Source: an optimization exercise on an open RTL-to-GDS flow (aim: small area, a short achievable clock period and few clock cycles per item). Production flows keep margins and buffers that such runs may drop.
Where RTL was checked, it was by simulation tests only, not by an equivalence proof against the original.

==> inputs of 04-23 <==
## sha384
module sha384 (
    input  wire         clk,
    input  wire         rst,            
    input  wire         in_valid,
    output wire         in_ready,
    input  wire [63:0]  in_data,        
    input  wire         in_first,       
    input  wire         in_last,        
    output wire [383:0] digest,         
    output reg          digest_valid
);
Settings: LEC_CHECK=0, CAP_MARGIN=40, CORE_MARGIN=2, CORE_UTILIZATION=40, SLEW_MARGIN=40, SYNTH_MEMORY_MAX_BITS=16384; clock period 12.0 ns.
standard.sh (not shown) runs the stock make flow with config.mk's settings and CLKGATE_MAP_FILE= SYNTH_SCRIPT=/design/flow/synth_recipe.tcl, a recipe that flattens the netlist after the stock synthesis.
==> flow/flow/run.sh <==
#!/bin/bash
set -euo pipefail
export SETUP_SLACK_MARGIN=${MARGIN:-7.5}
bash standard.sh > layout.log 2>&1
==> 04-18: changes against 04-23 <==
==> flow/flow/run.sh (replaced) <==
#!/bin/bash
set -euo pipefail
export SETUP_SLACK_MARGIN=${MARGIN:-6.5}
bash standard.sh > layout.log 2>&1
--- a/flow/config.mk
+++ b/flow/config.mk
@@ -8,5 +8,6 @@
 export CAP_MARGIN = 40
 export CORE_MARGIN = 2
 export CORE_UTILIZATION = 40
+export CTS_BUF_LIST = sky130_fd_sc_hd__clkbuf_4
 export SLEW_MARGIN = 40
 export SYNTH_MEMORY_MAX_BITS = 16384
==> impl_metrics.py <==
metrics = {
    "run_status": {
        "status": "no timing/DRC/antenna violations",
    },
    "timing": {
        "finalCritPeriodShare": 0.5022,
    },
    "placement": {
        "dp_slack_ns": 5.189,
    },
    "setup_path": {
        "worst_r2r_endpoint": "r[0][62]$_DFF_P_",
        "crit_path_start": "e[27]$_SDFF_PP1_",
    },
    "grt": {
        "grt_pass1_vias": 79700,
    },
    "final_layout": {
        "nClkBuffers": 280,
    },
    "detailed_routing": {
        "num_vias": 81400,
    },
}
The numbers above come from 04-23.

==> impl_metrics.py <==
metrics = {
    "final_layout": {
        "n_fill_cell": 22660,
        "nClkBuffers": 781,
    },
    "placement": {
        "dp_slack_ns": 4.341,
    },
    "setup_path": {
        "r2r_cells": 22,
        "crit_path_start": "a[44]$_SDFF_PP1_",
        "worst_r2r_endpoint": "r[0][56]$_DFF_P_",
        "reg2reg_from": "a[44]$_SDFF_PP1_",
    },
    "die": {
        "tap-cell-count": 3220,
    },
    "grt": {
        "grt_pass1_vias": 80680,
        "grt_antenna_before_repair": 58,
    },
    "timing": {
        "finalCritPeriodShare": 0.4964,
    },
    "clock_network": {
        "insertion_delay_ns": 1.48,
    },
    "synth": {
        "seq_area_frac_synth": 0.4369,
    },
    "run_status": {
        "status": "no timing/DRC/antenna violations",
    },
    "worst_hold_path": {
        "hp-start": "w[2][12]$_DFF_P_",
    },
}
The numbers above come from 04-18.

Testbench counts of 04-23, summed over its fixed seeds: cycles 191,696, blocks 2,396.
Testbench counts of 04-18, summed over its fixed seeds: cycles 191,696, blocks 2,396.

==> inputs of build 42 <==
sha384, a different RTL version from the one above (not shown whole).
==> flow/config.mk <==
export PLATFORM = sky130hd
export DESIGN_NAME = sha384
export DESIGN_NICKNAME = sha384
export VERILOG_FILES = /design/flow/design.v
export SDC_FILE = /design/flow/constraint.sdc
export NUM_CORES = 8
export LEC_CHECK = 0
export CAP_MARGIN = 40
export CORE_MARGIN = 2
export CORE_UTILIZATION = 40
export SLEW_MARGIN = 40
export SYNTH_MEMORY_MAX_BITS = 16384
==> flow/constraint.sdc <==
create_clock -name core_clock -period 12.0 [get_ports {clk}]
set_input_delay 2.4000 -clock core_clock [delete_from_list [all_inputs] [get_ports {clk}]]
set_output_delay 2.4000 -clock core_clock [all_outputs]
set_load 0.01 [all_outputs]
==> flow/flow/run.sh <==
#!/bin/bash
set -euo pipefail
export SETUP_SLACK_MARGIN=${MARGIN:-6.2}
bash standard.sh > layout.log 2>&1
==> trial 34 (differences from build 42) <==
--- a/flow/design.v
+++ b/flow/design.v
@@ -25,46 +25,43 @@
     reg         run_first, run_last;
     reg         q77, q78, q79;    
     wire fin = q77 | q78 | q79;   
     wire [4:0] wc_base = q78 ? 5'd0 : wc;    
     assign in_ready = !wc_base[4] && (ph == wc_base[3:0]);
     wire accept = in_valid && in_ready;
-    reg  start, start_iv, start_h;
+    wire start = (ph == 4'd1) && (rc == 7'd79) && (wc != 5'd0);
     wire abort = run && (rc <= 7'd14) && ({2'b00, wc} < rc + 7'd2);
-    wire [6:0] rc_next = start ? 7'd0 :
-                         (!run || abort || rc == 7'd79) ? 7'd79 : rc + 7'd1;
-    wire       run_next = start || (run && !abort && rc != 7'd79);
-    wire [4:0] wc_next  = wc_base + {4'd0, accept};
-    wire       ldf_next = (accept && wc_base == 5'd0) ? in_first : ld_first;
-    wire       start_next = (ph == 4'd0) && (rc_next == 7'd79) && (wc_next != 5'd0);
     wire sched = run && (rc >= 7'd14) && (rc <= 7'd77) && wc[4];
     always @(posedge clk) begin
         if (rst) begin
             ph           <= 4'd0;
             wc           <= 5'd0;
             run          <= 1'b0;
             rc           <= 7'd79;
-            start        <= 1'b0;
-            start_iv     <= 1'b0;
-            start_h      <= 1'b0;
             q77          <= 1'b0;
             q78          <= 1'b0;
             q79          <= 1'b0;
             digest_valid <= 1'b0;
         end else begin
             ph <= ph + 4'd1;
-            wc <= wc_next;
+            wc <= wc_base + {4'd0, accept};
             digest_valid <= q79 && run_last;
             q77 <= run && (rc == 7'd76);
             q78 <= q77;
             q79 <= q78;
-            rc       <= rc_next;
-            run      <= run_next;
-            start    <= start_next;
-            start_iv <= start_next && ldf_next;
-            start_h  <= start_next && !run_next;
+            if (start) begin
+                run <= 1'b1;
+                rc  <= 7'd0;
+            end else if (run) begin
+                if (abort || rc == 7'd79) begin
+                    run <= 1'b0;
+                    rc  <= 7'd79;
+                end else begin
+                    rc  <= rc + 7'd1;
+                end
+            end
         end
     end
     always @(posedge clk) begin
         if (accept && wc_base == 5'd0) begin
             ld_first <= in_first;
             ld_last  <= in_last;
@@ -2528,14 +2525,14 @@
     wire xk_g6_62 = xk_g5_62 | (xk_p5_62 & xk_g5_31);
     wire xk_p6_62 = xk_p5_62 & xk_p5_31;
     wire xk_g6_63 = xk_g5_63 | (xk_p5_63 & xk_g5_31);
     wire xk_p6_63 = xk_p5_63 & xk_p5_31;
     wire [63:0] x_next = xk_p ^ {xk_g6_62, xk_g6_61, xk_g6_60, xk_g6_59, xk_g6_58, xk_g6_57, xk_g6_56, xk_g6_55, xk_g6_54, xk_g6_53, xk_g6_52, xk_g6_51, xk_g6_50, xk_g6_49, xk_g6_48, xk_g6_47, xk_g6_46, xk_g6_45, xk_g6_44, xk_g6_43, xk_g6_42, xk_g6_41, xk_g6_40, xk_g6_39, xk_g6_38, xk_g6_37, xk_g6_36, xk_g6_35, xk_g6_34, xk_g6_33, xk_g6_32, xk_g5_31, xk_g5_30, xk_g5_29, xk_g5_28, xk_g5_27, xk_g5_26, xk_g5_25, xk_g5_24, xk_g5_23, xk_g5_22, xk_g5_21, xk_g5_20, xk_g5_19, xk_g5_18, xk_g5_17, xk_g5_16, xk_g4_15, xk_g4_14, xk_g4_13, xk_g4_12, xk_g4_11, xk_g4_10, xk_g4_9, xk_g4_8, xk_g3_7, xk_g3_6, xk_g3_5, xk_g3_4, xk_g2_3, xk_g2_2, xk_g1_1, xk_g[0], 1'b0};
     wire init    = start;
-    wire init_iv = start_iv;      
-    wire init_h  = start_h;       
+    wire init_iv = start && ld_first;
+    wire init_h  = start && !run;
     always @(posedge clk) begin
         r[0] <= q79 ? a_rnd : r[1];
         r[1] <= r[2];
         r[2] <= r[3];
         r[3] <= sum_e;
         r[4] <= q79 ? e_rnd : r[5];
==> flow/flow/run.sh (replaced) <==
#!/bin/bash
set -euo pipefail
export SETUP_SLACK_MARGIN=${MARGIN:-6.5}
bash standard.sh > layout.log 2>&1
==> run summary <==
Status: trial 34 no timing/DRC/antenna violations; build 42 no timing/DRC/antenna violations
Sink Count: trial 34 2,073; build 42 2,140
Non-clock buffer count in the final layout: trial 34 881; build 42 704
Met3 global-route usage: trial 34 0.07367; build 42 0.06183
HPWL after DPL: trial 34 340.4 mm; build 42 316.5 mm
Core Footprint: trial 34 0.2356 mm2; build 42 0.2383 mm2
Met1 demand-to-capacity share in global routing: trial 34 0.4867; build 42 0.4455
Post-Synth XOR/XNOR Area: trial 34 0.07735; build 42 0.07540
Worst Tran Pin Value: trial 34 0.9432 ns; build 42 1.000 ns
Net count of the mapped netlist: trial 34 10,670; build 42 10,360
Layout overhead on the synthesized area: trial 34 24.86%; build 42 20.38%
Die width: trial 34 491.1 um; build 42 493.8 um
Area of placed instances: trial 34 0.1030 mm2; build 42 0.1042 mm2
Total standard cell area after synthesis: trial 34 0.09489 mm2; build 42 0.09595 mm2
Compound-Gate Fraction of Synth Area: trial 34 0.1277; build 42 0.1366
Slowest cell on the critical path: trial 34 sky130_fd_sc_hd__fa_2; build 42 sky130_fd_sc_hd__xnor2_2
Layout non-clock buf frac: trial 34 0.07816; build 42 0.06209
Per-instance average area after synthesis: trial 34 9.888 um2; build 42 10.33 um2
Hold WS: trial 34 0.2747 ns; build 42 0.2613 ns
Overall global routing resource usage: trial 34 0.3633; build 42 0.3306
Number of well taps: trial 34 3,150; build 42 3,167
Worst slack at placement: trial 34 4.251 ns; build 42 4.752 ns
Testbench counts of build 42, summed over its fixed seeds: cycles 191,696, blocks 2,396.
No functional check of the RTL was part of trial 34.

-- afterwards: timing with drivers on the ports --
No port has a modelled driver above. Below, the same layouts with a new extraction and two added sets of constraints.
Step 1 assumes that a clkbuf_16 drives the clock port and a buf_2 every other input.
Step 2 also shifts input and output timing later by t, the mid clock arrival at the registers, as if the neighbouring blocks saw the same clock.
a / b / c = ideal / step 1 / step 2; a / b = the first two.
| run | t (ns) | slack for setup (ns) | clock arrival spread, ns | worst slew at a driven data input, ns |
|---|---|---|---|---|
| 04-23 | 0.998 | 5.974 / 5.974 / 5.974 | 0.118 / 0.117 | 0.05 |
| 04-18 | 1.488 | 6.043 / 6.043 / 6.043 | 0.194 / 0.194 | 0.05 |
| build 42 | 0.954 | 6.150 / 6.150 / 5.475 | 0.109 / 0.109 | 0.05 |
| trial 34 | 0.971 | 6.149 / 6.149 / 6.149 | 0.111 / 0.111 | 0.13 |
After both steps setup and hold are still met in every run listed. For build 42, which loses most, drivers alone change the setup slack by 0.000 ns; drivers and shift together by -0.675 ns.
